From an optimization exercise on the open Yosys and OpenROAD flow, aimed at small area; shortcuts taken in it are not production practice. Where RTL was checked, it was by simulation tests only, not by an equivalence proof against the original. The RTL of run 1 was laid out without a check of its function. No activity file was given, so power comes from the tool's default toggle rates.

==> flow/design.v <==
module vg63_loop_law (
    input  wire        clk,
    input  wire        rst,
    input  wire        cfg_we,
    input  wire [6:0]  cfg_addr,
    input  wire [31:0] cfg_wdata,
    input  wire        in_valid,
    output wire        in_ready,
    input  wire [31:0] in_e,
    input  wire [31:0] in_vn,
    input  wire [31:0] in_an,
    output reg         out_valid,
    output wire [31:0] out_y,
    output wire [31:0] out_ye,
    output reg         out_hi,
    output reg         out_lo,
    output reg         out_frozen
);
    localparam [3:0] ST_IDLE = 4'd0,
                     ST_FF   = 4'd1,
                     ST_FWD  = 4'd2,
                     ST_L1   = 4'd3,
                     ST_L2   = 4'd4,
                     ST_OW   = 4'd5,
                     ST_OP   = 4'd6,
                     ST_UW   = 4'd7,
                     ST_UPD  = 4'd8;
    reg  [4:0] ph;
    wire [2:0] p8 = ph[2:0];
    reg  [3:0] st;
    reg  [2:0] k;           
    reg  [6:0] c;           
    reg  [1:0] pass;        
    reg        pend;        
    reg  [6:0] adr;         
    reg  [2:0] nm1;         
    reg  [7:0] imask;
    assign in_ready = (st == ST_IDLE) && (ph == 5'd15);
    wire acc_cfg = in_ready && cfg_we;
    wire acc_smp = in_ready && in_valid;
    reg signed [30:0] E, W;
    reg signed [34:0] V;
    reg signed [35:0] A;
    reg  [1:0] psel,   n_psel;      
    reg  [3:0] dd,     n_dd;        
    reg        dfirst, n_dfirst;    
    reg        dstrm,  n_dstrm;     
    reg        dneg,   n_dneg;      
    reg        clrA,   n_clrA;
    reg        shift,  n_shift;
    reg        ldV,    n_ldV;       
    reg  [1:0] rndt,   n_rndt;      
    reg  [3:0] elo,    n_elo;       
    reg  [5:0] ehi,    n_ehi;       
    reg        rin;
    wire [37:0] erow = {ehi, 28'd0, elo};
    reg        pb0, pb1;
    always @(posedge clk) begin
        psel   <= n_psel;
        dd     <= n_dd;
        dfirst <= n_dfirst;
        dstrm  <= n_dstrm;
        dneg   <= n_dneg;
        clrA   <= n_clrA;
        shift  <= n_shift;
        ldV    <= n_ldV;
        rndt   <= n_rndt;
        elo    <= n_elo;
        ehi    <= n_ehi;
    end
    wire [30:0] P = (psel == 2'd0) ? E : (psel == 2'd1) ? V[30:0] : W;
    wire        pb = !dfirst && (dstrm ? pb1 : pb0);
    wire one0 = dd[0] ^ pb;
    wire two0 = (dd[1] & ~dd[0] & ~pb) | (~dd[1] & dd[0] & pb);
    wire s0   = (dd[1] ^ dneg) & (one0 | two0);
    wire one1 = dd[2] ^ dd[1];
    wire two1 = (dd[3] & ~dd[2] & ~dd[1]) | (~dd[3] & dd[2] & dd[1]);
    wire s1   = (dd[3] ^ dneg) & (one1 | two1);
    wire [31:0] Pe = {P[30], P};
    wire [31:0] P2 = {P, 1'b0};
    wire [31:0] r0 = (({32{one0}} & Pe) | ({32{two0}} & P2)) ^ {32{s0}};
    wire [31:0] r1 = (({32{one1}} & Pe) | ({32{two1}} & P2)) ^ {32{s1}};
    wire [35:0] ain = clrA ? 36'd0 : A;
    wire m_s1 = ain[0] ^ r0[0];
    wire m_c2 = ain[0] & r0[0];
    wire m_s3 = ain[2] ^ r0[2];
    wire m_c4 = ain[2] & r0[2];
    wire m_s5 = ain[3] ^ r0[3];
    wire m_c6 = ain[3] & r0[3];
    wire m_s7 = m_s1 ^ s0;
    wire m_c8 = m_s1 & s0;
    wire m_s9 = m_c2 ^ ain[1] ^ r0[1];
    wire m_c10 = (m_c2 & ain[1]) | (m_c2 & r0[1]) | (ain[1] & r0[1]);
    wire m_s11 = m_s3 ^ r1[0] ^ s1;
    wire m_c12 = (m_s3 & r1[0]) | (m_s3 & s1) | (r1[0] & s1);
    wire m_s13 = m_c4 ^ m_s5 ^ r1[1];
    wire m_c14 = (m_c4 & m_s5) | (m_c4 & r1[1]) | (m_s5 & r1[1]);
    wire m_s15 = m_c6 ^ ain[4] ^ r0[4];
    wire m_c16 = (m_c6 & ain[4]) | (m_c6 & r0[4]) | (ain[4] & r0[4]);
    wire m_s17 = ain[5] ^ r0[5];
    wire m_c18 = ain[5] & r0[5];
    wire m_s19 = ain[6] ^ r0[6];
    wire m_c20 = ain[6] & r0[6];
    wire m_s21 = ain[7] ^ r0[7];
    wire m_c22 = ain[7] & r0[7];
    wire m_s23 = ain[8] ^ r0[8];
    wire m_c24 = ain[8] & r0[8];
    wire m_s25 = ain[9] ^ r0[9];
    wire m_c26 = ain[9] & r0[9];
    wire m_s27 = ain[10] ^ r0[10];
    wire m_c28 = ain[10] & r0[10];
    wire m_s29 = ain[11] ^ r0[11];
    wire m_c30 = ain[11] & r0[11];
    wire m_s31 = ain[12] ^ r0[12];
    wire m_c32 = ain[12] & r0[12];
    wire m_s33 = ain[13] ^ r0[13];
    wire m_c34 = ain[13] & r0[13];
    wire m_s35 = ain[14] ^ r0[14];
    wire m_c36 = ain[14] & r0[14];
    wire m_s37 = ain[15] ^ r0[15];
    wire m_c38 = ain[15] & r0[15];
    wire m_s39 = ain[16] ^ r0[16];
    wire m_c40 = ain[16] & r0[16];
    wire m_s41 = ain[17] ^ r0[17];
    wire m_c42 = ain[17] & r0[17];
    wire m_s43 = ain[18] ^ r0[18];
    wire m_c44 = ain[18] & r0[18];
    wire m_s45 = ain[19] ^ r0[19];
    wire m_c46 = ain[19] & r0[19];
    wire m_s47 = ain[20] ^ r0[20];
    wire m_c48 = ain[20] & r0[20];
    wire m_s49 = ain[21] ^ r0[21];
    wire m_c50 = ain[21] & r0[21];
    wire m_s51 = ain[22] ^ r0[22];
    wire m_c52 = ain[22] & r0[22];
    wire m_s53 = ain[23] ^ r0[23];
    wire m_c54 = ain[23] & r0[23];
    wire m_s55 = ain[24] ^ r0[24];
    wire m_c56 = ain[24] & r0[24];
    wire m_s57 = ain[25] ^ r0[25];
    wire m_c58 = ain[25] & r0[25];
    wire m_s59 = ain[26] ^ r0[26];
    wire m_c60 = ain[26] & r0[26];
    wire m_s61 = ain[27] ^ r0[27];
    wire m_c62 = ain[27] & r0[27];
    wire m_s63 = ain[28] ^ r0[28];
    wire m_c64 = ain[28] & r0[28];
    wire m_s65 = ain[29] ^ r0[29];
    wire m_c66 = ain[29] & r0[29];
    wire m_s67 = ain[30] ^ r0[30];
    wire m_c68 = ain[30] & r0[30];
    wire m_s69 = ain[31] ^ ~r0[31] ^ r1[29];
    wire m_c70 = (ain[31] & ~r0[31]) | (ain[31] & r1[29]) | (~r0[31] & r1[29]);
    wire m_s71 = ain[32] ^ r1[30] ^ erow[32];
    wire m_c72 = (ain[32] & r1[30]) | (ain[32] & erow[32]) | (r1[30] & erow[32]);
    wire m_s73 = ain[33] ^ ~r1[31];
    wire m_c74 = ain[33] & ~r1[31];
    wire m_s75 = ain[34] ^ erow[34];
    wire m_c76 = ain[34] & erow[34];
    wire m_s77 = m_s7 ^ erow[0];
    wire m_c78 = m_s7 & erow[0];
    wire m_s79 = m_c8 ^ m_s9 ^ erow[1];
    wire m_c80 = (m_c8 & m_s9) | (m_c8 & erow[1]) | (m_s9 & erow[1]);
    wire m_s81 = m_c10 ^ m_s11 ^ erow[2];
    wire m_c82 = (m_c10 & m_s11) | (m_c10 & erow[2]) | (m_s11 & erow[2]);
    wire m_s83 = m_c12 ^ m_s13 ^ erow[3];
    wire m_c84 = (m_c12 & m_s13) | (m_c12 & erow[3]) | (m_s13 & erow[3]);
    wire m_s85 = m_c14 ^ m_s15 ^ r1[2];
    wire m_c86 = (m_c14 & m_s15) | (m_c14 & r1[2]) | (m_s15 & r1[2]);
    wire m_s87 = m_c16 ^ m_s17 ^ r1[3];
    wire m_c88 = (m_c16 & m_s17) | (m_c16 & r1[3]) | (m_s17 & r1[3]);
    wire m_s89 = m_c18 ^ m_s19 ^ r1[4];
    wire m_c90 = (m_c18 & m_s19) | (m_c18 & r1[4]) | (m_s19 & r1[4]);
    wire m_s91 = m_c20 ^ m_s21 ^ r1[5];
    wire m_c92 = (m_c20 & m_s21) | (m_c20 & r1[5]) | (m_s21 & r1[5]);
    wire m_s93 = m_c22 ^ m_s23 ^ r1[6];
    wire m_c94 = (m_c22 & m_s23) | (m_c22 & r1[6]) | (m_s23 & r1[6]);
    wire m_s95 = m_c24 ^ m_s25 ^ r1[7];
    wire m_c96 = (m_c24 & m_s25) | (m_c24 & r1[7]) | (m_s25 & r1[7]);
    wire m_s97 = m_c26 ^ m_s27 ^ r1[8];
    wire m_c98 = (m_c26 & m_s27) | (m_c26 & r1[8]) | (m_s27 & r1[8]);
    wire m_s99 = m_c28 ^ m_s29 ^ r1[9];
    wire m_c100 = (m_c28 & m_s29) | (m_c28 & r1[9]) | (m_s29 & r1[9]);
    wire m_s101 = m_c30 ^ m_s31 ^ r1[10];
    wire m_c102 = (m_c30 & m_s31) | (m_c30 & r1[10]) | (m_s31 & r1[10]);
    wire m_s103 = m_c32 ^ m_s33 ^ r1[11];
    wire m_c104 = (m_c32 & m_s33) | (m_c32 & r1[11]) | (m_s33 & r1[11]);
    wire m_s105 = m_c34 ^ m_s35 ^ r1[12];
    wire m_c106 = (m_c34 & m_s35) | (m_c34 & r1[12]) | (m_s35 & r1[12]);
    wire m_s107 = m_c36 ^ m_s37 ^ r1[13];
    wire m_c108 = (m_c36 & m_s37) | (m_c36 & r1[13]) | (m_s37 & r1[13]);
    wire m_s109 = m_c38 ^ m_s39 ^ r1[14];
    wire m_c110 = (m_c38 & m_s39) | (m_c38 & r1[14]) | (m_s39 & r1[14]);
    wire m_s111 = m_c40 ^ m_s41 ^ r1[15];
    wire m_c112 = (m_c40 & m_s41) | (m_c40 & r1[15]) | (m_s41 & r1[15]);
    wire m_s113 = m_c42 ^ m_s43 ^ r1[16];
    wire m_c114 = (m_c42 & m_s43) | (m_c42 & r1[16]) | (m_s43 & r1[16]);
    wire m_s115 = m_c44 ^ m_s45 ^ r1[17];
    wire m_c116 = (m_c44 & m_s45) | (m_c44 & r1[17]) | (m_s45 & r1[17]);
    wire m_s117 = m_c46 ^ m_s47 ^ r1[18];
    wire m_c118 = (m_c46 & m_s47) | (m_c46 & r1[18]) | (m_s47 & r1[18]);
    wire m_s119 = m_c48 ^ m_s49 ^ r1[19];
    wire m_c120 = (m_c48 & m_s49) | (m_c48 & r1[19]) | (m_s49 & r1[19]);
    wire m_s121 = m_c50 ^ m_s51 ^ r1[20];
    wire m_c122 = (m_c50 & m_s51) | (m_c50 & r1[20]) | (m_s51 & r1[20]);
    wire m_s123 = m_c52 ^ m_s53 ^ r1[21];
    wire m_c124 = (m_c52 & m_s53) | (m_c52 & r1[21]) | (m_s53 & r1[21]);
    wire m_s125 = m_c54 ^ m_s55 ^ r1[22];
    wire m_c126 = (m_c54 & m_s55) | (m_c54 & r1[22]) | (m_s55 & r1[22]);
    wire m_s127 = m_c56 ^ m_s57 ^ r1[23];
    wire m_c128 = (m_c56 & m_s57) | (m_c56 & r1[23]) | (m_s57 & r1[23]);
    wire m_s129 = m_c58 ^ m_s59 ^ r1[24];
    wire m_c130 = (m_c58 & m_s59) | (m_c58 & r1[24]) | (m_s59 & r1[24]);
    wire m_s131 = m_c60 ^ m_s61 ^ r1[25];
    wire m_c132 = (m_c60 & m_s61) | (m_c60 & r1[25]) | (m_s61 & r1[25]);
    wire m_s133 = m_c62 ^ m_s63 ^ r1[26];
    wire m_c134 = (m_c62 & m_s63) | (m_c62 & r1[26]) | (m_s63 & r1[26]);
    wire m_s135 = m_c64 ^ m_s65 ^ r1[27];
    wire m_c136 = (m_c64 & m_s65) | (m_c64 & r1[27]) | (m_s65 & r1[27]);
    wire m_s137 = m_c66 ^ m_s67 ^ r1[28];
    wire m_c138 = (m_c66 & m_s67) | (m_c66 & r1[28]) | (m_s67 & r1[28]);
    wire m_s139 = m_c68 ^ m_s69 ^ 1'b1;
    wire m_c140 = (m_c68 & m_s69) | (m_c68 & 1'b1) | (m_s69 & 1'b1);
    wire m_s141 = m_c70 ^ m_s71 ^ 1'b1;
    wire m_c142 = (m_c70 & m_s71) | (m_c70 & 1'b1) | (m_s71 & 1'b1);
    wire m_s143 = m_c72 ^ m_s73 ^ erow[33];
    wire m_c144 = (m_c72 & m_s73) | (m_c72 & erow[33]) | (m_s73 & erow[33]);
    wire m_s145 = m_c74 ^ m_s75 ^ 1'b1;
    wire m_c146 = (m_c74 & m_s75) | (m_c74 & 1'b1) | (m_s75 & 1'b1);
    wire m_s147 = m_c76 ^ ~ain[35] ^ erow[35];
    wire m_c148 = (m_c76 & ~ain[35]) | (m_c76 & erow[35]) | (~ain[35] & erow[35]);
    wire m_s149 = erow[36] ^ 1'b1;
    wire m_c150 = erow[36] & 1'b1;
    wire m_s151 = erow[37] ^ 1'b1;
    wire m_c152 = erow[37] & 1'b1;
    wire m_s153 = m_s77 ^ rin;
    wire m_c154 = m_s77 & rin;
    wire m_s155 = m_c78 ^ m_s79 ^ m_c154;
    wire m_c156 = (m_c78 & m_s79) | (m_c78 & m_c154) | (m_s79 & m_c154);
    wire m_s157 = m_c80 ^ m_s81 ^ m_c156;
    wire m_c158 = (m_c80 & m_s81) | (m_c80 & m_c156) | (m_s81 & m_c156);
    wire m_s159 = m_c82 ^ m_s83 ^ m_c158;
    wire m_c160 = (m_c82 & m_s83) | (m_c82 & m_c158) | (m_s83 & m_c158);
    wire m_s161 = m_c84 ^ m_s85 ^ m_c160;
    wire m_c162 = (m_c84 & m_s85) | (m_c84 & m_c160) | (m_s85 & m_c160);
    wire m_s163 = m_c86 ^ m_s87 ^ m_c162;
    wire m_c164 = (m_c86 & m_s87) | (m_c86 & m_c162) | (m_s87 & m_c162);
    wire m_s165 = m_c88 ^ m_s89 ^ m_c164;
    wire m_c166 = (m_c88 & m_s89) | (m_c88 & m_c164) | (m_s89 & m_c164);
    wire m_s167 = m_c90 ^ m_s91 ^ m_c166;
    wire m_c168 = (m_c90 & m_s91) | (m_c90 & m_c166) | (m_s91 & m_c166);
    wire m_s169 = m_c92 ^ m_s93 ^ m_c168;
    wire m_c170 = (m_c92 & m_s93) | (m_c92 & m_c168) | (m_s93 & m_c168);
    wire m_s171 = m_c94 ^ m_s95 ^ m_c170;
    wire m_c172 = (m_c94 & m_s95) | (m_c94 & m_c170) | (m_s95 & m_c170);
    wire m_s173 = m_c96 ^ m_s97 ^ m_c172;
    wire m_c174 = (m_c96 & m_s97) | (m_c96 & m_c172) | (m_s97 & m_c172);
    wire m_s175 = m_c98 ^ m_s99 ^ m_c174;
    wire m_c176 = (m_c98 & m_s99) | (m_c98 & m_c174) | (m_s99 & m_c174);
    wire m_s177 = m_c100 ^ m_s101 ^ m_c176;
    wire m_c178 = (m_c100 & m_s101) | (m_c100 & m_c176) | (m_s101 & m_c176);
    wire m_s179 = m_c102 ^ m_s103 ^ m_c178;
    wire m_c180 = (m_c102 & m_s103) | (m_c102 & m_c178) | (m_s103 & m_c178);
    wire m_s181 = m_c104 ^ m_s105 ^ m_c180;
    wire m_c182 = (m_c104 & m_s105) | (m_c104 & m_c180) | (m_s105 & m_c180);
    wire m_s183 = m_c106 ^ m_s107 ^ m_c182;
    wire m_c184 = (m_c106 & m_s107) | (m_c106 & m_c182) | (m_s107 & m_c182);
    wire m_s185 = m_c108 ^ m_s109 ^ m_c184;
    wire m_c186 = (m_c108 & m_s109) | (m_c108 & m_c184) | (m_s109 & m_c184);
    wire m_s187 = m_c110 ^ m_s111 ^ m_c186;
    wire m_c188 = (m_c110 & m_s111) | (m_c110 & m_c186) | (m_s111 & m_c186);
    wire m_s189 = m_c112 ^ m_s113 ^ m_c188;
    wire m_c190 = (m_c112 & m_s113) | (m_c112 & m_c188) | (m_s113 & m_c188);
    wire m_s191 = m_c114 ^ m_s115;
    wire m_c192 = m_c114 & m_s115;
    wire m_s193 = m_c116 ^ m_s117 ^ m_c192;
    wire m_c194 = (m_c116 & m_s117) | (m_c116 & m_c192) | (m_s117 & m_c192);
    wire m_s195 = m_c118 ^ m_s119 ^ m_c194;
    wire m_c196 = (m_c118 & m_s119) | (m_c118 & m_c194) | (m_s119 & m_c194);
    wire m_s197 = m_c120 ^ m_s121 ^ m_c196;
    wire m_c198 = (m_c120 & m_s121) | (m_c120 & m_c196) | (m_s121 & m_c196);
    wire m_s199 = m_c122 ^ m_s123 ^ m_c198;
    wire m_c200 = (m_c122 & m_s123) | (m_c122 & m_c198) | (m_s123 & m_c198);
    wire m_s201 = m_c124 ^ m_s125 ^ m_c200;
    wire m_c202 = (m_c124 & m_s125) | (m_c124 & m_c200) | (m_s125 & m_c200);
    wire m_s203 = m_c126 ^ m_s127 ^ m_c202;
    wire m_c204 = (m_c126 & m_s127) | (m_c126 & m_c202) | (m_s127 & m_c202);
    wire m_s205 = m_c128 ^ m_s129 ^ m_c204;
    wire m_c206 = (m_c128 & m_s129) | (m_c128 & m_c204) | (m_s129 & m_c204);
    wire m_s207 = m_c130 ^ m_s131 ^ m_c206;
    wire m_c208 = (m_c130 & m_s131) | (m_c130 & m_c206) | (m_s131 & m_c206);
    wire m_s209 = m_c132 ^ m_s133 ^ m_c208;
    wire m_c210 = (m_c132 & m_s133) | (m_c132 & m_c208) | (m_s133 & m_c208);
    wire m_s211 = m_c134 ^ m_s135 ^ m_c210;
    wire m_c212 = (m_c134 & m_s135) | (m_c134 & m_c210) | (m_s135 & m_c210);
    wire m_s213 = m_c136 ^ m_s137 ^ m_c212;
    wire m_c214 = (m_c136 & m_s137) | (m_c136 & m_c212) | (m_s137 & m_c212);
    wire m_s215 = m_c138 ^ m_s139 ^ m_c214;
    wire m_c216 = (m_c138 & m_s139) | (m_c138 & m_c214) | (m_s139 & m_c214);
    wire m_s217 = m_c140 ^ m_s141 ^ m_c216;
    wire m_c218 = (m_c140 & m_s141) | (m_c140 & m_c216) | (m_s141 & m_c216);
    wire m_s219 = m_c142 ^ m_s143 ^ m_c218;
    wire m_c220 = (m_c142 & m_s143) | (m_c142 & m_c218) | (m_s143 & m_c218);
    wire m_s221 = m_c144 ^ m_s145 ^ m_c220;
    wire m_c222 = (m_c144 & m_s145) | (m_c144 & m_c220) | (m_s145 & m_c220);
    wire m_s223 = m_c146 ^ m_s147 ^ m_c222;
    wire m_c224 = (m_c146 & m_s147) | (m_c146 & m_c222) | (m_s147 & m_c222);
    wire m_s225 = m_c148 ^ m_s149 ^ m_c224;
    wire m_c226 = (m_c148 & m_s149) | (m_c148 & m_c224) | (m_s149 & m_c224);
    wire m_s227 = m_c150 ^ m_s151 ^ m_c226;
    wire m_c228 = (m_c150 & m_s151) | (m_c150 & m_c226) | (m_s151 & m_c226);
    wire m_s229 = m_c114 ^ m_s115 ^ 1'b1;
    wire m_c230 = (m_c114 & m_s115) | (m_c114 & 1'b1) | (m_s115 & 1'b1);
    wire m_s231 = m_c116 ^ m_s117 ^ m_c230;
    wire m_c232 = (m_c116 & m_s117) | (m_c116 & m_c230) | (m_s117 & m_c230);
    wire m_s233 = m_c118 ^ m_s119 ^ m_c232;
    wire m_c234 = (m_c118 & m_s119) | (m_c118 & m_c232) | (m_s119 & m_c232);
    wire m_s235 = m_c120 ^ m_s121 ^ m_c234;
    wire m_c236 = (m_c120 & m_s121) | (m_c120 & m_c234) | (m_s121 & m_c234);
    wire m_s237 = m_c122 ^ m_s123 ^ m_c236;
    wire m_c238 = (m_c122 & m_s123) | (m_c122 & m_c236) | (m_s123 & m_c236);
    wire m_s239 = m_c124 ^ m_s125 ^ m_c238;
    wire m_c240 = (m_c124 & m_s125) | (m_c124 & m_c238) | (m_s125 & m_c238);
    wire m_s241 = m_c126 ^ m_s127 ^ m_c240;
    wire m_c242 = (m_c126 & m_s127) | (m_c126 & m_c240) | (m_s127 & m_c240);
    wire m_s243 = m_c128 ^ m_s129 ^ m_c242;
    wire m_c244 = (m_c128 & m_s129) | (m_c128 & m_c242) | (m_s129 & m_c242);
    wire m_s245 = m_c130 ^ m_s131 ^ m_c244;
    wire m_c246 = (m_c130 & m_s131) | (m_c130 & m_c244) | (m_s131 & m_c244);
    wire m_s247 = m_c132 ^ m_s133 ^ m_c246;
    wire m_c248 = (m_c132 & m_s133) | (m_c132 & m_c246) | (m_s133 & m_c246);
    wire m_s249 = m_c134 ^ m_s135 ^ m_c248;
    wire m_c250 = (m_c134 & m_s135) | (m_c134 & m_c248) | (m_s135 & m_c248);
    wire m_s251 = m_c136 ^ m_s137 ^ m_c250;
    wire m_c252 = (m_c136 & m_s137) | (m_c136 & m_c250) | (m_s137 & m_c250);
    wire m_s253 = m_c138 ^ m_s139 ^ m_c252;
    wire m_c254 = (m_c138 & m_s139) | (m_c138 & m_c252) | (m_s139 & m_c252);
    wire m_s255 = m_c140 ^ m_s141 ^ m_c254;
    wire m_c256 = (m_c140 & m_s141) | (m_c140 & m_c254) | (m_s141 & m_c254);
    wire m_s257 = m_c142 ^ m_s143 ^ m_c256;
    wire m_c258 = (m_c142 & m_s143) | (m_c142 & m_c256) | (m_s143 & m_c256);
    wire m_s259 = m_c144 ^ m_s145 ^ m_c258;
    wire m_c260 = (m_c144 & m_s145) | (m_c144 & m_c258) | (m_s145 & m_c258);
    wire m_s261 = m_c146 ^ m_s147 ^ m_c260;
    wire m_c262 = (m_c146 & m_s147) | (m_c146 & m_c260) | (m_s147 & m_c260);
    wire m_s263 = m_c148 ^ m_s149 ^ m_c262;
    wire m_c264 = (m_c148 & m_s149) | (m_c148 & m_c262) | (m_s149 & m_c262);
    wire m_s265 = m_c150 ^ m_s151 ^ m_c264;
    wire m_c266 = (m_c150 & m_s151) | (m_c150 & m_c264) | (m_s151 & m_c264);
    wire m_x267 = m_c190 ? m_s229 : m_s191;
    wire m_x268 = m_c190 ? m_s231 : m_s193;
    wire m_x269 = m_c190 ? m_s233 : m_s195;
    wire m_x270 = m_c190 ? m_s235 : m_s197;
    wire m_x271 = m_c190 ? m_s237 : m_s199;
    wire m_x272 = m_c190 ? m_s239 : m_s201;
    wire m_x273 = m_c190 ? m_s241 : m_s203;
    wire m_x274 = m_c190 ? m_s243 : m_s205;
    wire m_x275 = m_c190 ? m_s245 : m_s207;
    wire m_x276 = m_c190 ? m_s247 : m_s209;
    wire m_x277 = m_c190 ? m_s249 : m_s211;
    wire m_x278 = m_c190 ? m_s251 : m_s213;
    wire m_x279 = m_c190 ? m_s253 : m_s215;
    wire m_x280 = m_c190 ? m_s255 : m_s217;
    wire m_x281 = m_c190 ? m_s257 : m_s219;
    wire m_x282 = m_c190 ? m_s259 : m_s221;
    wire m_x283 = m_c190 ? m_s261 : m_s223;
    wire m_x284 = m_c190 ? m_s263 : m_s225;
    wire m_x285 = m_c190 ? m_s265 : m_s227;
    wire [37:0] m_sum = {m_x285, m_x284, m_x283, m_x282, m_x281, m_x280, m_x279, m_x278, m_x277, m_x276, m_x275, m_x274, m_x273, m_x272, m_x271, m_x270, m_x269, m_x268, m_x267, m_s189, m_s187, m_s185, m_s183, m_s181, m_s179, m_s177, m_s175, m_s173, m_s171, m_s169, m_s167, m_s165, m_s163, m_s161, m_s159, m_s157, m_s155, m_s153};
    wire [37:0] S = m_sum;
    wire [3:0] dout = S[3:0];
    always @(posedge clk) begin
        if (dstrm)
            pb1 <= dd[3];
        else
            pb0 <= dd[3];
    end
    function [30:0] sat31;
        input [37:0] v;
        begin
            if (v[37:30] != {8{v[37]}})
                sat31 = v[37] ? 31'h40000000 : 31'h3FFFFFFF;
            else
                sat31 = v[30:0];
        end
    endfunction
    wire [30:0] Ssat = sat31(S);
    always @(posedge clk)
        A <= shift ? {{2{S[37]}}, S[37:4]} : ldV ? {V[34], V} : S[35:0];
    wire [30:0] qb0, qb12, qa12;
    wire [62:0] qs1;
    wire [61:0] qs2;
    reg  [1:0] wcf;         
    wire       clr = pend && (adr == 7'h45);
    reg  [7:0] w1lo, w2lo;  
    reg        w1hi, w2hi;
    reg        frz;         
    genvar g;
    generate
        for (g = 0; g < 31; g = g + 1) begin : RB0
            localparam integer TR = g / 4;
            reg [7:0] r;
            always @(posedge clk) r <= {r[6:0], wcf[0] ? W[g] : r[7]};
            assign qb0[g] = r[(6 + TR) % 8];
        end
        for (g = 0; g < 31; g = g + 1) begin : RC
            localparam integer I = g / 4;
            reg [31:0] r;
            always @(posedge clk) r <= {r[30:0], wcf[1] ? W[g] : r[31]};
            assign qb12[g] = r[(7 + 2 * I) % 32];
            assign qa12[g] = r[(24 + 2 * I) % 32];
        end
        for (g = 0; g < 32; g = g + 1) begin : RS12L
            localparam integer I = g / 4;
            reg [15:0] r;
            wire we = clr || w1lo[I] || w2lo[I];
            always @(posedge clk) r <= {r[14:0], we ? dout[g % 4] : r[15]};
            assign qs1[g] = r[(20 - I) % 16];
            assign qs2[g] = r[6];
        end
        for (g = 32; g < 62; g = g + 1) begin : RS12H
            localparam integer I = (g - 32) / 4;
            reg [15:0] r;
            wire we = clr || w1hi || w2hi;
            always @(posedge clk) r <= {r[14:0], we ? A[g - 32] : r[15]};
            assign qs1[g] = r[(5 + I) % 16];
            assign qs2[g] = r[(7 + 2 * I) % 16];
        end
        if (1) begin : RS1T
            reg [7:0] r;
            wire we = clr || w1hi;
            always @(posedge clk) r <= {r[6:0], we ? A[30] : r[7]};
            assign qs1[62] = r[4];
        end
    endgenerate
    wire [3:0] b0d  [0:7];
    wire [3:0] b12d [0:7];
    wire [3:0] a12d [0:7];
    wire [3:0] s1ld [0:7];
    wire [3:0] s1hd [0:7];
    wire [3:0] s2ld [0:7];
    wire [3:0] s2hd [0:7];
    generate
        for (g = 0; g < 7; g = g + 1) begin : DG
            assign b0d[g]  = qb0[4*g+3:4*g];
            assign b12d[g] = qb12[4*g+3:4*g];
            assign a12d[g] = qa12[4*g+3:4*g];
            assign s1hd[g] = qs1[32+4*g+3:32+4*g];
            assign s2hd[g] = qs2[32+4*g+3:32+4*g];
        end
        for (g = 0; g < 8; g = g + 1) begin : DL
            assign s1ld[g] = qs1[4*g+3:4*g];
            assign s2ld[g] = qs2[4*g+3:4*g];
        end
    endgenerate
    assign b0d[7]  = {qb0[30], qb0[30:28]};
    assign b12d[7] = {qb12[30], qb12[30:28]};
    assign a12d[7] = {qa12[30], qa12[30:28]};
    assign s1hd[7] = {qs1[62], qs1[62:60]};
    assign s2hd[7] = {qs2[61], qs2[61], qs2[61:60]};
    wire [2:0] jo = p8 - 3'd3;            
    wire [2:0] esel = (pend && adr[6:1] == 6'b100000) ? ph[3:1] : jo;
    reg  [3:0] edig;
    always @* begin
        case (esel)
            3'd0: edig = W[3:0];
            3'd1: edig = W[7:4];
            3'd2: edig = W[11:8];
            3'd3: edig = W[15:12];
            3'd4: edig = W[19:16];
            3'd5: edig = W[23:20];
            3'd6: edig = W[27:24];
            default: edig = {W[30], W[30:28]};
        endcase
    end
    reg  [63:0] rk;
    wire wk = pend && (adr == {6'b100000, ph[0]});
    always @(posedge clk) rk <= {rk[59:0], wk ? edig : rk[63:60]};
    wire [3:0] kkd = rk[59:56];       
    reg  [31:0] rmin, rmax, rslw, rye;
    wire [3:0]  omn = rmin[31:28];
    wire [3:0]  omx = rmax[31:28];
    wire [3:0]  slw = rslw[31:28];
    wire [3:0]  yep = rye[31:28];
    wire        wye;
    wire [3:0]  yen;
    always @(posedge clk) begin
        rmin <= {rmin[27:0], (pend && adr == 7'h42) ? edig : omn};
        rmax <= {rmax[27:0], (pend && adr == 7'h43) ? edig : omx};
        rslw <= {rslw[27:0], (pend && adr == 7'h44) ? edig : slw};
        rye  <= {rye[27:0],  clr ? 4'd0 : wye ? yen : yep};
    end
    wire       in_step = (st == ST_FWD) || (st == ST_UPD);
    wire       dig_c   = in_step && (c[6:3] == 4'd0);         
    wire       rnd_c   = in_step && (c == 7'd8);
    wire       s1ph    = (c <= 7'd24);
    wire [6:0] cq      = s1ph ? c - 7'd9 : c - 7'd33;
    wire [2:0] pi      = cq[3:1];                               
    wire       pfirst  = !cq[0];
    wire       in_pair = (st == ST_UPD) &&
                         (((c >= 7'd9) && (c <= 7'd24)) || ((c >= 7'd33) && (c <= 7'd48)));
    wire       kodd    = k[0];
    wire [1:0] rx = (st == ST_FWD) ? ((k == 3'd0) ? 2'd0 : 2'd2) : (kodd ? 2'd2 : 2'd0);
    wire [1:0] ry = kodd ? 2'd0 : 2'd2;
    wire [3:0] ph_n     = ph[3:0] + 4'd1;
    wire       n_step   = (st_n == ST_FWD) || (st_n == ST_UPD);
    wire       n_dig    = n_step && (c_n[6:3] == 4'd0);            
    wire       n_s1ph   = (c_n <= 7'd24);
    wire [6:0] n_cq     = n_s1ph ? c_n - 7'd9 : c_n - 7'd33;
    wire [2:0] n_pi     = n_cq[3:1];
    wire       n_pfirst = !n_cq[0];
    wire       n_pair   = (st_n == ST_UPD) &&
                          (((c_n >= 7'd9) && (c_n <= 7'd24)) || ((c_n >= 7'd33) && (c_n <= 7'd48)));
    wire [1:0] n_rx     = (st_n == ST_FWD) ? ((k_n == 3'd0) ? 2'd0 : 2'd2) :
                          (k_n[0] ? 2'd2 : 2'd0);
    wire [1:0] n_ry     = k_n[0] ? 2'd0 : 2'd2;
    always @* begin
        n_psel   = 2'd2;
        n_dd     = 4'd0;
        n_dfirst = 1'b1;
        n_dstrm  = 1'b0;
        n_dneg   = 1'b0;
        n_clrA   = 1'b0;
        n_shift  = 1'b0;
        n_ldV    = 1'b0;
        n_rndt   = 2'd0;
        n_elo    = 4'd0;
        n_ehi    = 6'd0;
        if (st_n == ST_IDLE) begin
            n_clrA   = 1'b1;
        end else if (st_n == ST_FF) begin
            n_psel   = ph_n[0] ? 2'd2 : 2'd1;
            n_dd     = kkd;
            n_dfirst = (ph_n[3:1] == 3'd0);
            n_dstrm  = ph_n[0];
            n_clrA   = (ph_n == 4'd0);
            n_shift  = ph_n[0] && (ph_n != 4'd15);
        end else if (n_dig) begin
            n_psel   = n_rx;
            n_dd     = b0d[c_n[2:0]];
            n_dfirst = (c_n == 7'd0);
            n_clrA   = (c_n == 7'd0);
            n_shift  = (c_n[2:0] != 3'd7);
            n_elo    = s1ld[c_n[2:0]];
            n_ehi    = {(c_n[2:0] == 3'd7) ? {2{s1hd[c_n[2:0]][3]}} : 2'b00, s1hd[c_n[2:0]]};
        end else if (n_pair) begin
            n_psel   = n_pfirst ? n_rx : n_ry;
            n_dd     = n_pfirst ? b12d[n_pi] : a12d[n_pi];
            n_dfirst = (n_pi == 3'd0);
            n_dstrm  = !n_pfirst;
            n_dneg   = !n_pfirst;
            n_clrA   = n_pfirst && (n_pi == 3'd0);
            n_shift  = !n_pfirst;
            if (!n_pfirst && n_s1ph) begin
                n_elo = s2ld[n_pi];
                n_ehi = {(n_pi == 3'd7) ? {2{s2hd[n_pi][3]}} : 2'b00, s2hd[n_pi]};
            end
        end else if (st_n == ST_L1) begin
            n_psel   = 2'd2;
            n_dd     = 4'd1;
        end else if (st_n == ST_L2) begin
            n_rndt   = 2'd2;
        end
        if (n_step && c_n == 7'd8)
            n_rndt = 2'd1;
        if (st_n == ST_FWD && c_n == 7'd8 && k_n == nm1)
            n_ldV = 1'b1;
    end
    reg  b27, stk, fb27, fstk;
    always @* begin
        if (rndt[1])
            rin = fb27 && (!A[35] || fstk);
        else if (rndt[0])
            rin = b27 && (!A[35] || stk);
        else
            rin = 1'b0;
    end
    integer ii;
    always @* begin
        wcf = 2'd0;
        if (pend && !adr[6] && adr[5:3] == p8) begin
            wcf[0] = (adr[2:0] == 3'd0);
            case (adr[2:0])
                3'd1: wcf[1] = (ph[4:3] == adr[4:3]);
                3'd4: wcf[1] = (ph[4:3] == adr[4:3] + 2'd1);
                3'd3: wcf[1] = (ph[4:3] == adr[4:3] + 2'd2);
                3'd2: wcf[1] = (ph[4:3] == adr[4:3] + 2'd3);
                default: ;
            endcase
        end
        for (ii = 0; ii < 8; ii = ii + 1) begin
            w1lo[ii] = in_pair && !pfirst && s1ph && (pi == ii) && !frz;
            w2lo[ii] = in_pair && !pfirst && !s1ph && (pi == ii) && !frz;
        end
        w1hi = (st == ST_UPD) && (c == 7'd25) && !frz;
        w2hi = (st == ST_UPD) && (c == 7'd49) && !frz;
    end
    reg bnz, bsg, pfx, T, lzv, q0, q1;
    reg [2:0] lz;
    wire [30:0] PX = (rx == 2'd0) ? E : W;
    wire xnz = |PX;
    wire xs  = PX[30];
    wire pin = pfx ^ bsg;
    wire sgG = T ^ pin;
    wire gnz = !(lzv && (lz > k));
    wire [3:0] ydig = edig;
    reg cA, cB, cC, zA, zB, zD, zC, sgA, sgB, szr, spos, sneg;
    wire op    = (st == ST_OP);
    wire j0    = (jo == 3'd0);
    wire j7    = (jo == 3'd7);
    wire ltmin = sgA;
    wire lemin = sgA || !zA;
    wire gtmax = !sgB && zB;
    wire gemax = !sgB;
    wire [3:0] yl = ltmin ? omn : gtmax ? omx : ydig;
    wire [4:0] t1 = {1'b0, ydig} + {1'b0, ~omn} + {4'd0, j0 ? 1'b1 : cA};
    wire [4:0] t2 = {1'b0, ydig} + {1'b0, ~omx} + {4'd0, j0 ? 1'b1 : cB};
    wire [4:0] t3 = {1'b0, yl} + {1'b0, ~yep} + {4'd0, j0 ? 1'b1 : cA};
    wire [4:0] t4 = {1'b0, t3[3:0]} + {1'b0, ~slw} + {4'd0, j0 ? 1'b1 : cB};
    wire [4:0] t5 = {1'b0, t3[3:0]} + {1'b0, slw} + {4'd0, j0 ? 1'b0 : cC};
    wire [4:0] t6 = {1'b0, yep} + {1'b0, sneg ? ~slw : slw} + {4'd0, j0 ? sneg : cA};
    wire [3:0] yen0 = (spos || sneg) ? t6[3:0] : yl;
    assign     yen  = j7 ? {yen0[2], yen0[2:0]} : yen0;
    wire [4:0] t7 = {1'b0, yen} + {1'b0, ~yl} + {4'd0, j0 ? 1'b1 : cB};
    assign     wye  = op && (pass == 2'd2);
    wire gt_s = !(t3[3] ^ ~slw[3] ^ t4[4]) && (zD || (t4[3:0] != 4'd0));
    wire lt_s = t3[3] ^ slw[3] ^ t5[4];
    wire e_lt = t7[3];
    wire e_gt = !t7[3] && (zC || (t7[3:0] != 4'd0));
    wire hi_n = e_lt || gemax;
    wire lo_n = e_gt || lemin;
    reg [3:0] st_n;
    reg [2:0] k_n;
    reg [6:0] c_n;
    always @* begin
        st_n = st;
        k_n  = k;
        c_n  = c;
        case (st)
            ST_IDLE: begin
                if (acc_smp)
                    st_n = ST_FF;
            end
            ST_FF: begin
                if (ph == 5'd31) begin
                    st_n = ST_FWD;
                    k_n  = 3'd0;
                    c_n  = 7'd0;
                end
            end
            ST_FWD: begin
                if (c == 7'd8) begin
                    c_n = 7'd0;
                    if (k == nm1)
                        st_n = ST_L1;
                    else
                        k_n = k + 3'd1;
                end else
                    c_n = c + 7'd1;
            end
            ST_L1: st_n = ST_L2;
            ST_L2: st_n = (p8 == 3'd2) ? ST_OP : ST_OW;
            ST_OW: if (p8 == 3'd2) st_n = ST_OP;
            ST_OP: begin
                if (j7 && pass == 2'd2)
                    st_n = ST_UW;
            end
            ST_UW: begin
                if (ph == 5'd31) begin
                    st_n = ST_UPD;
                    k_n  = 3'd0;
                    c_n  = 7'd0;
                end
            end
            ST_UPD: begin
                if (c == 7'd72) begin
                    c_n = 7'd0;
                    if (k == nm1)
                        st_n = ST_IDLE;
                    else
                        k_n = k + 3'd1;
                end else
                    c_n = c + 7'd1;
            end
            default: st_n = ST_IDLE;
        endcase
        if (rst)
            st_n = ST_IDLE;
    end
    always @(posedge clk) begin
        st <= st_n;
        k  <= k_n;
        c  <= c_n;
        if (rst) begin
            ph        <= 4'd0;
            pend      <= 1'b0;
            out_valid <= 1'b0;
        end else begin
            ph        <= ph + 5'd1;
            out_valid <= (st == ST_OP) && j7 && (pass == 2'd2);
            if (acc_cfg)
                pend <= 1'b1;
            else if (ph == 5'd15)
                pend <= 1'b0;
        end
    end
    always @(posedge clk) begin
        if (acc_cfg) begin
            adr <= cfg_addr;
            if (cfg_addr == 7'h45) begin
                nm1   <= cfg_wdata[2:0] - 3'd1;
                imask <= cfg_wdata[15:8];
            end
        end
    end
    always @(posedge clk) begin
        if (acc_smp)
            E <= in_e[30:0];
        else if (st == ST_UPD && rnd_c && ry == 2'd0)
            E <= Ssat;
        if (acc_smp)
            V <= {{4{in_vn[30]}}, in_vn[30:0]};
        else if (st == ST_FF && ph[3:0] == 4'd15)
            V <= S[34:0];
        if (acc_cfg)
            W <= cfg_wdata[30:0];
        else if (acc_smp)
            W <= in_an[30:0];
        else if ((st == ST_FWD && rnd_c) || st == ST_L2 ||
                 (st == ST_UPD && rnd_c && ry == 2'd2))
            W <= Ssat;
    end
    always @(posedge clk) begin
        if (dig_c && c[2:0] != 3'd7) begin
            if (c[2:0] == 3'd6) begin
                b27 <= dout[3];
                stk <= stk || (dout[2:0] != 3'd0);
            end else
                stk <= ((c[2:0] != 3'd0) && stk) || (dout != 4'd0);
        end
        if (st == ST_FF && ph[0] && ph[3:1] != 3'd7) begin
            if (ph[3:1] == 3'd6) begin
                fb27 <= dout[3];
                fstk <= fstk || (dout[2:0] != 3'd0);
            end else
                fstk <= ((ph[3:1] != 3'd0) && fstk) || (dout != 4'd0);
        end
    end
    always @(posedge clk) begin
        if (dig_c) begin
            bnz <= ((c[2:0] != 3'd0) && bnz) || (dd != 4'd0);
            if (c[2:0] == 3'd7)
                bsg <= dd[3];
        end
        if (st == ST_FF) begin
            pfx <= 1'b0;
            lzv <= 1'b0;
            q0  <= 1'b0;
            q1  <= 1'b0;
        end else if (st == ST_FWD && rnd_c) begin
            pfx <= pin;
            if (k == nm1)
                T <= pin;
            if (!bnz) begin
                lz  <= k;
                lzv <= 1'b1;
            end
            if (imask[k] && xnz) begin
                if (xs ^ pin) begin
                    q1 <= 1'b1;
                    q0 <= bnz && q0;
                end else begin
                    q0 <= 1'b1;
                    q1 <= bnz && q1;
                end
            end else if (!bnz) begin
                q0 <= 1'b0;
                q1 <= 1'b0;
            end
        end else if (st == ST_UW) begin
            pfx <= 1'b0;
        end else if (st == ST_UPD && rnd_c) begin
            pfx <= pin;
            frz <= imask[k] && gnz && xnz &&
                   ((out_hi && !(sgG ^ xs)) || (out_lo && (sgG ^ xs)));
        end
    end
    always @(posedge clk) begin
        if (st == ST_L2)
            pass <= 2'd0;
        else if (op && j7)
            pass <= pass + 2'd1;
        if (op) begin
            case (pass)
                2'd0: begin
                    cA  <= t1[4];
                    cB  <= t2[4];
                    zA  <= (!j0 && zA) || (t1[3:0] != 4'd0);
                    zB  <= (!j0 && zB) || (t2[3:0] != 4'd0);
                    szr <= (!j0 && szr) || (slw != 4'd0);
                    if (j7) begin
                        sgA <= t1[3];
                        sgB <= t2[3];
                    end
                end
                2'd1: begin
                    cA <= t3[4];
                    cB <= t4[4];
                    cC <= t5[4];
                    zD <= (!j0 && zD) || (t4[3:0] != 4'd0);
                    if (j7) begin
                        sneg <= szr && lt_s;
                        spos <= szr && !lt_s && gt_s;
                    end
                end
                default: begin
                    cA <= t6[4];
                    cB <= t7[4];
                    zC <= (!j0 && zC) || (t7[3:0] != 4'd0);
                    if (j7) begin
                        out_hi     <= hi_n;
                        out_lo     <= lo_n;
                        out_frozen <= (hi_n && (T ? q1 : q0)) || (lo_n && (T ? q0 : q1));
                    end
                end
            endcase
        end
    end
    assign out_y  = {W[30], W};
    assign out_ye = {rye[3:0], rye[7:4], rye[11:8], rye[15:12],
                     rye[19:16], rye[23:20], rye[27:24], rye[31:28]};
endmodule
==> flow/flow/run.sh <==
#!/bin/bash
# The standard layout (standard.sh), with two of its settings changed:
# ports buffered with buf_1, and a clock tree without dummy loads.
set -euo pipefail
export BUFFER_PORTS_ARGS="-buffer_cell sky130_fd_sc_hd__buf_1"
export CTS_ARGS="-sink_clustering_enable -repair_clock_nets -sink_clustering_size 16 -sink_clustering_max_diameter 50 -buf_list sky130_fd_sc_hd__clkbuf_8 -dont_use_dummy_load"
bash standard.sh finish > standard_flow.log 2>&1
==> flow/standard.sh <==
#!/bin/bash
# synth_recipe.tcl (not shown) runs the flow's synth.tcl, then flattens the netlist and writes it again
# the make line also repeats each setting of config.mk as NAME=value (left out here)
make -C /OpenROAD-flow-scripts/flow DESIGN_CONFIG=/design/flow/config.mk WORK_HOME=/design/flow/orfs CLKGATE_MAP_FILE= SYNTH_SCRIPT=/design/flow/synth_recipe.tcl "${@:-finish}"
==> flow/config.mk <==
export PLATFORM = sky130hd
export DESIGN_NAME = vg63_loop_law
export DESIGN_NICKNAME = vg63_loop_law
export VERILOG_FILES = /design/flow/design.v
export SDC_FILE = /design/flow/constraint.sdc
export NUM_CORES = 8
export LEC_CHECK = 0
export CAP_MARGIN = 20
export CORE_MARGIN = 2
export CORE_UTILIZATION = 75
export CTS_BUF_LIST = sky130_fd_sc_hd__clkbuf_8
export CTS_CLUSTER_DIAMETER = 50
export CTS_CLUSTER_SIZE = 16
export PLACE_DENSITY = 0.82
export SLEW_MARGIN = 20
==> flow/constraint.sdc <==
create_clock -name core_clock -period 18.0 [get_ports {clk}]
set_input_delay 3.6000 -clock core_clock [delete_from_list [all_inputs] [get_ports {clk}]]
set_output_delay 3.6000 -clock core_clock [all_outputs]
set_load 0.01 [all_outputs]
==> results.json, run 1 <==
{
  "run_status": "no timing/DRC/antenna violations",
  "multi_input_combinational_cell_area_um2": 14300,
  "fin_crit_ps": 15190,
  "groute.layer.met3.usage_pct": 7.84,
  "synth_top_area_cell": "dfxtp_1",
  "setup_repair_after_global_routing_missed_its_margin": "no",
  "first_global_vias": 37800,
  "register_area_um2": 54700,
  "globalRouteMet2Util_pct": 55.1,
  "cap_violations": 0,
  "clockBufferDepth": 3,
  "antenna_violations_before_repair": 28,
  "design.core.area_um2": 92900,
  "critical_path.max_fanout": 33,
  "portBuffers": 203,
  "worst_skew_pair.late_latency_ps": 940,
  "worstReg2RegStart": "dstrm",
  "worst-r2r-setup-slack_ps": 2810,
  "netlist.area_leader.share_pct": 72.1,
  "irDropWorstVdd_uv": 131,
  "fmax_mhz": 65.8,
  "cp_slowest_cell": "nand2_1",
  "setup_viol": 0,
  "syn_to_final_growth_pct": 7.24,
  "synth.top_cells.by_count": "2518 x dfxtp_1, 265 x nand2_1, 213 x a21oi_1",
  "boundaryPins": 208,
  "place_area_um2": 72300,
  "cpPeakStageDelay_ps": 680,
  "drt-initial-drc-count": 4308,
  "grt_start_max_net_pins": 69,
  "route.detailed.vias_per_inst": 5.84,
  "ys_async_sr_fraction_pct": 0,
  "critPathRequiredTime_ps": 18660,
  "worstSetupStartpoint": "dstrm",
  "crit-reg2reg-capture": "W[23]",
  "post_cts_repair_resize_count": 0,
  "timing.hold.worst.class": "register to register",
  "remaining_drc_errors": 0,
  "detail_route.first_pass.iterations": 7,
  "clock_tree.root_cell": "clkbuf_8",
  "synthMostInstantiatedCell": "dfxtp_1",
  "synth_warnings": 1,
  "total_routed_length_mm": 168,
  "number_of_nets_in_the_final_layout": 5503,
  "wl_per_cell_um": 26.0,
  "syn-num-nets": 5186,
  "via_count_of_the_routed_design": 37700,
  "floorplan.die.width_um": 309,
  "cts_buffers": 194,
  "tritoncts_num_sinks": 2661,
  "powerDensity_nw_per_um2": 119,
  "critPathMostFrequentCell": "fa_1",
  "timing_worst_setup_path_type": "register to register",
  "dp_hpwl_mm": 113,
  "syn_area_um2": 70000,
  "finalMaxSlewViolations": 0,
  "synthCells": 4875,
  "placement_rows": 112,
  "worstSetupEndpoint": "W[23]",
  "post_route_standard_cell_area_excluding_fillers_um2": 75000,
  "ys_seq_area_share_pct": 78.2,
  "tightestPinTransition_ps": 1260,
  "ant_nets": 0,
  "place_congestion": 0.957,
  "htree_num_levels": 4,
  "post_cts_buffers": 0,
  "period_utilization_post_route_pct": 84.4,
  "synth-edff-count": 143,
  "setup_total_negative_slack_ps": 0,
  "postSynth.topFlopCell": "dfxtp_1",
  "synth.avg_cell_area_um2": 14.3,
  "initial_core_util_pct": 75.3,
  "global_route.peak_usage_layer": "met2",
  "dieArea_um2": 95700,
  "synth_area_leaders": "dfxtp_1 72%, edfxtp_1 6.1%, mux2_2 2.1%",
  "timing.critical_path.from_type": "register",
  "crit_arrival_ps": 15860,
  "post_cts_hold_buffer_count": 0,
  "met1_usage_pct": 47.1,
  "finalHoldViolCount": 0,
  "max-slew-margin-rel_pct": 15.9,
  "wire_length_of_the_first_global_routing_pass_mm": 242,
  "fillCellCount": 4791,
  "grt_util_all_layers_pct": 35.3,
  "grt_overflow": 0,
  "cellLeakagePower_nw": 29.9,
  "synth.ff_latch_count": 2661,
  "clk_transition_reported_paths_ps": 90,
  "tritoncts_clock_tree": "yes",
  "reg2regPathDepth": 41,
  "synth.lib_cells_used.distinct": 100,
  "share_of_layout_cells_above_drive_strength_1_pct": 9.40,
  "critPathCaptureType": "register",
  "clock_skew_ps": 118,
  "die_h_um": 309
}
## critical path: cells and delay by family, from the launching register on
family / cells / cell delay [ps]
AO/OA/AOI/OAI: 7 / 2050
adder cells (fa/ha/maj): 19 / 8400
multiplexers: 1 / 270
buffers and inverters: 5 / 1170
flip-flops: 1 / 400
AND/OR/NAND/NOR: 7 / 2260
XOR/XNOR: 2 / 390
## cell usage in the layout (no fill, tap or decap), types with 108 or more instances in the layout
cell / count
nor2_1: 208
dfxtp_1: 2514
a21oi_1: 210
mux2_2: 131
buf_1: 203
inv_1: 108
nand2_1: 262
clkbuf_8: 194
o21ai_0: 128
edfxtp_1: 143
## layer usage
| metal | routed length (um) | share of wire, % | vias up |
|---|---|---|---|
| met5 | 72 | 0.043 | - |
| met4 | 8930 | 5.3 | 12 |
| met3 | 16200 | 9.7 | 504 |
| met2 | 76200 | 45 | 1943 |
| met1 | 66700 | 40 | 18300 |
| li1 | - | - | 17000 |
## metrics by stage
stage,power (W),worst slack [ps],instances,utilization (%),hold WS (ps)
finish,0.00893,2810,6458,80.7,217
CTS,0.00892,2760,6444,80.7,219
detailed placement,0.00636,2830,6250,77.8,312
global placement,0.00636,3020,6250,77.8,310
global route,0.00913,2190,6451,80.7,219
floorplan,0.00621,4420,4875,-,310
## area by class of cell
cell class / instances / area share [%]
Multi-Input combinational cell: 1953 / 19.1
Timing Repair Buffer: 271 / 1.70
Tap cell: 1254 / 2.09
Clock buffer: 194 / 3.56
Sequential cell: 2661 / 72.9
Antenna cell: 14 / 0.0467
Inverter: 111 / 0.555
## flip-flops by register name, summed over array words and instances, names as in the netlist, 35 cells and up
register,count
RC.r,992
RS12L.r,512
RS12H.r,480
RB0.r,248
rk,64
A,36
V,35
## kinds of logic (layout without fill, tap and decap cells)
| family | count (synthesis) | after routing | synth area share (%) |
|---|---|---|---|
| AO/OA/AOI/OAI | 718 | 718 | 6.78 |
| XOR/XNOR | 96 | 96 | 1.20 |
| adder cells (fa/ha/maj) | 175 | 175 | 3.84 |
| buffers and inverters | 261 | 576 | 1.48 |
| flip-flops | 2661 | 2661 | 78.2 |
| multiplexers | 222 | 222 | 3.57 |
| other | 0 | 14 | 0 |
| AND/OR/NAND/NOR | 742 | 742 | 4.93 |
## worst min path at each step
stage                    start               to  cells past startpoint
2_1_floorplan      RB0[0].r[0]      RB0[0].r[1]                      0
3_3_place_gp   RS12H[41].r[13]  RS12H[41].r[14]                      0
3_5_place_dp      RC[14].r[22]     RC[14].r[23]                      0
4_1_cts            RC[1].r[26]      RC[1].r[27]                      0
5_1_grt            RC[1].r[26]      RC[1].r[27]                      0
6_report           RC[1].r[26]      RC[1].r[27]                      0
## report_power, final
part | switching, W | total (W) | internal, W | leakage [nW]
clock network | 0.00172 | 0.00268 | 0.000964 | 1.39
registers | 0.00000772 | 0.00594 | 0.00593 | 21.6
logic | 0.000226 | 0.000305 | 0.0000794 | 6.91
==> run 2, diff against run 1 <==
--- a/flow/design.v
+++ b/flow/design.v
@@ -516,2 +516,25 @@
     wire [1:0] n_ry     = k_n[0] ? 2'd0 : 2'd2;
+    wire [2:0] n_idx    = n_dig ? c_n[2:0] : n_pi;
+    wire [7:0] n_oh     = 8'd1 << n_idx;
+    wire       f_b0     = n_dig;
+    wire       f_b12    = n_pair && n_pfirst;
+    wire       f_a12    = n_pair && !n_pfirst;
+    wire       f_s2     = n_pair && !n_pfirst && n_s1ph;
+    reg  [3:0] dsel, esel_lo;
+    reg  [5:0] esel_hi;
+    integer    di;
+    always @* begin
+        dsel    = 4'd0;
+        esel_lo = 4'd0;
+        esel_hi = 6'd0;
+        for (di = 0; di < 8; di = di + 1) begin
+            dsel    = dsel | ({4{f_b0 && n_oh[di]}} & b0d[di])
+                           | ({4{f_b12 && n_oh[di]}} & b12d[di])
+                           | ({4{f_a12 && n_oh[di]}} & a12d[di]);
+            esel_lo = esel_lo | ({4{f_b0 && n_oh[di]}} & s1ld[di])
+                              | ({4{f_s2 && n_oh[di]}} & s2ld[di]);
+            esel_hi = esel_hi | ({6{f_b0 && n_oh[di]}} & {(di == 7) ? {2{s1hd[di][3]}} : 2'b00, s1hd[di]})
+                              | ({6{f_s2 && n_oh[di]}} & {(di == 7) ? {2{s2hd[di][3]}} : 2'b00, s2hd[di]});
+        end
+    end
     always @* begin
@@ -539,3 +562,3 @@
             n_psel   = n_rx;
-            n_dd     = b0d[c_n[2:0]];
+            n_dd     = dsel;
             n_dfirst = (c_n == 7'd0);
@@ -543,7 +566,7 @@
             n_shift  = (c_n[2:0] != 3'd7);
-            n_elo    = s1ld[c_n[2:0]];
-            n_ehi    = {(c_n[2:0] == 3'd7) ? {2{s1hd[c_n[2:0]][3]}} : 2'b00, s1hd[c_n[2:0]]};
+            n_elo    = esel_lo;
+            n_ehi    = esel_hi;
         end else if (n_pair) begin
             n_psel   = n_pfirst ? n_rx : n_ry;
-            n_dd     = n_pfirst ? b12d[n_pi] : a12d[n_pi];
+            n_dd     = dsel;
             n_dfirst = (n_pi == 3'd0);
@@ -553,6 +576,4 @@
             n_shift  = !n_pfirst;
-            if (!n_pfirst && n_s1ph) begin
-                n_elo = s2ld[n_pi];
-                n_ehi = {(n_pi == 3'd7) ? {2{s2hd[n_pi][3]}} : 2'b00, s2hd[n_pi]};
-            end
+            n_elo    = esel_lo;
+            n_ehi    = esel_hi;
         end else if (st_n == ST_L1) begin
==> results.json, run 2 <==
{
  "clock_tree.root_cell": "clkbuf_8",
  "cp_slowest_cell": "and4b_2",
  "synthCells": 4839,
  "critPathMostFrequentCell": "fa_1",
  "sequentialPowerShare_pct": 67.6,
  "synth_top_area_cell": "dfxtp_1",
  "synth_warnings": 1,
  "via_count_of_the_routed_design": 37100,
  "share_of_layout_cells_above_drive_strength_1_pct": 9.00,
  "most-common-layout-cells": "2514 x dfxtp_1, 257 x nand2_1, 229 x a21oi_1",
  "layout.cells.most_common": "dfxtp_1",
  "worst_skew_pair.late_latency_ps": 920,
  "reg_top3": "RC.r (992), RS12L.r (512), RS12H.r (480)",
  "detail_route.first_pass.iterations": 12,
  "post_cts_hold_buffer_count": 0,
  "wire_length_of_the_first_global_routing_pass_mm": 233,
  "die_h_um": 309,
  "cts_buffers": 198,
  "worstHoldPathCells": 0,
  "place_congestion": 0.963,
  "timing.hold.worst.class": "register to register",
  "synth.top_cells.by_count": "2518 x dfxtp_1, 257 x nand2_1, 234 x a21oi_1",
  "crit_arrival_ps": 16080,
  "first_global_vias": 36800,
  "cellLeakagePower_nw": 30.0,
  "ys_async_sr_fraction_pct": 0,
  "irDropWorstVdd_uv": 97.8,
  "antenna_violations_before_repair": 21,
  "wl_per_cell_um": 25.3,
  "grt_util_all_layers_pct": 34.0,
  "critPathRequiredTime_ps": 18700,
  "fin_crit_ps": 15380,
  "timing.critical_path.from_type": "register",
  "post_cts_repair_resize_count": 0,
  "fillCellCount": 4658,
  "globalRouteMet2Util_pct": 53.5,
  "htree_num_levels": 4,
  "global_route.peak_usage_layer": "met2",
  "grt_overflow": 0,
  "synth_area_leaders": "dfxtp_1 72%, edfxtp_1 6.1%, mux2_2 2.1%",
  "remaining_drc_errors": 0,
  "clockPowerShare_pct": 30.3,
  "dieArea_um2": 95700,
  "largest_register_ffs": 992,
  "register_area_um2": 54700,
  "setup_repair_after_global_routing_missed_its_margin": "no",
  "fmax_mhz": 65.0,
  "comb_power_share_pct": 2.1,
  "groute.layer.met3.usage_pct": 7.87,
  "netSwitchingPower_w": 0.00182,
  "dp.cells": 6190,
  "setup_viol": 0,
  "portBuffers": 203,
  "route.detailed.vias_per_inst": 5.81,
  "tritoncts_num_sinks": 2661,
  "synth-edff-count": 143,
  "ant_nets": 0,
  "postSynth.topFlopCell": "dfxtp_1",
  "setup_total_negative_slack_ps": 0,
  "powerDensity_nw_per_um2": 117,
  "grt_start_max_net_pins": 96,
  "post_cts_buffers": 0,
  "reg2regPathDepth": 40,
  "dp_hpwl_mm": 113,
  "clock_skew_ps": 108,
  "synthMostInstantiatedCell": "dfxtp_1",
  "drt-initial-drc-count": 3781,
  "syn_to_final_growth_pct": 7.11,
  "met1_usage_pct": 44.4,
  "run_status": "no timing/DRC/antenna violations",
  "clk_transition_reported_paths_ps": 100,
  "design.core.area_um2": 92100,
  "syn-num-nets": 5149,
  "clockBufferDepth": 3,
  "synth.avg_cell_area_um2": 14.4,
  "tightestPinTransition_ps": 1140,
  "placement_rows": 111,
  "number_of_nets_in_the_final_layout": 5457,
  "finalMaxSlewViolations": 0,
  "ys_seq_area_share_pct": 78.3,
  "synth.ff_latch_count": 2661,
  "cpPeakStageDelay_ps": 770,
  "internal-power_w": 0.00697,
  "initial_core_util_pct": 75.9,
  "max_flop_register": "RC.r",
  "floorplan.die.width_um": 309,
  "cap_violations": 0,
  "timing_worst_setup_path_type": "register to register",
  "post_layout_nonfiller_instances": 6395,
  "max-slew-margin-rel_pct": 23.4,
  "multi_input_combinational_cell_area_um2": 14300,
  "tritoncts_clock_tree": "yes",
  "finalHoldViolCount": 0,
  "synth.lib_cells_used.distinct": 110,
  "critical_path.max_fanout": 33,
  "period_utilization_post_route_pct": 85.4,
  "syn_area_um2": 69900,
  "total_routed_length_mm": 162,
  "sw_frac_of_total_pct": 20.7,
  "netlist.area_leader.share_pct": 72.1,
  "boundaryPins": 208,
  "critPathCaptureType": "register"
}
## run 2: power groups by stage
stage          Combinational, W  Sequential [W]  Clock (W)
6_report               0.000184         0.00594    0.00266
5_1_grt                0.000190         0.00594    0.00289
4_1_cts                0.000177         0.00594    0.00269
3_5_place_dp           0.000175         0.00607          0
3_3_place_gp           0.000171         0.00607          0
2_1_floorplan         0.0000976         0.00607          0
## run 2: worst paths after layout
path,slack [ps],startpoint,endpoint
worst max-delay path,2620,dstrm,W[23]
worst max register to register,2620,dstrm,W[23]
worst min-delay path,240,RB0[1].r[2],RB0[1].r[3]
worst min register to register,240,RB0[1].r[2],RB0[1].r[3]
## run 2: cell type report
type / instances / area share [%]
antenna: 7 / 0.0234
clock buffer: 198 / 3.64
inverter: 109 / 0.546
multi-input combinational: 1923 / 19.1
sequential: 2661 / 73.1
tap: 1243 / 2.08
timing repair buffer: 254 / 1.53
## run 2: kinds of logic (layout without fill, tap and decap cells)
family | count (synthesis) | in the layout | synth area share, %
other cells | 0 | 7 | 0
buf+inv | 255 | 561 | 1.47
simple gates | 746 | 746 | 5.26
mux | 223 | 223 | 3.48
flops | 2661 | 2661 | 78.3
xor+xnor | 100 | 100 | 1.25
fa+ha+maj | 173 | 173 | 3.81
compound gates | 681 | 681 | 6.49
## run 2: critical path: cells and delay by family (launching register included)
family	cells	cell delay, ps
flops	1	390
fa+ha+maj	19	8370
mux	1	120
compound gates	10	2650
buf+inv	3	500
xor+xnor	1	210
simple gates	6	2870
## run 2: per-layer routing
layer	share of wire (%)	up-vias
met4	5.7	2
met3	9.0	494
li1	-	16800
met2	46	1897
met1	40	17900
met5	0.0062	-
## run 2: metrics by stage
| step | setup WS (ps) | utilization [%] | instance area, um^2 | power, W | hold WS [ps] |
|---|---|---|---|---|---|
| finish | 2620 | 81.3 | 74900 | 0.00878 | 240 |
| global route | 2000 | 81.3 | 74900 | 0.00902 | 231 |
| CTS | 2760 | 81.3 | 74800 | 0.00881 | 220 |
| detailed placement | 2820 | 78.3 | 72100 | 0.00625 | 312 |
| global placement | 2550 | 78.3 | 72100 | 0.00625 | 310 |
| floorplan | 4470 | - | 69900 | 0.00617 | 310 |

## static timing again, ports no longer ideal
The results above use ideal ports. As a check the final layouts listed here were re-extracted and re-timed, cells and wires unchanged.
Step 1 assumes that a clkbuf_16 drives the clock port and a buf_2 every other input.
Step 2 also shifts input and output timing later by t, the mid clock arrival at the registers, as if the neighbouring blocks saw the same clock.
a / b / c = ideal ports / drivers / drivers and shift; a / b = the first two.
| run | shift t [ns] | slack for setup (ns) | worst hold slack (ns) |
|---|---|---|---|
| run 1 | 0.959 | 2.807 / 2.807 / 2.807 | 0.217 / 0.217 / 0.217 |
| run 2 | 0.941 | 2.623 / 2.623 / 2.623 | 0.240 / 0.240 / 0.240 |
After both steps setup and hold are still met in every run listed.
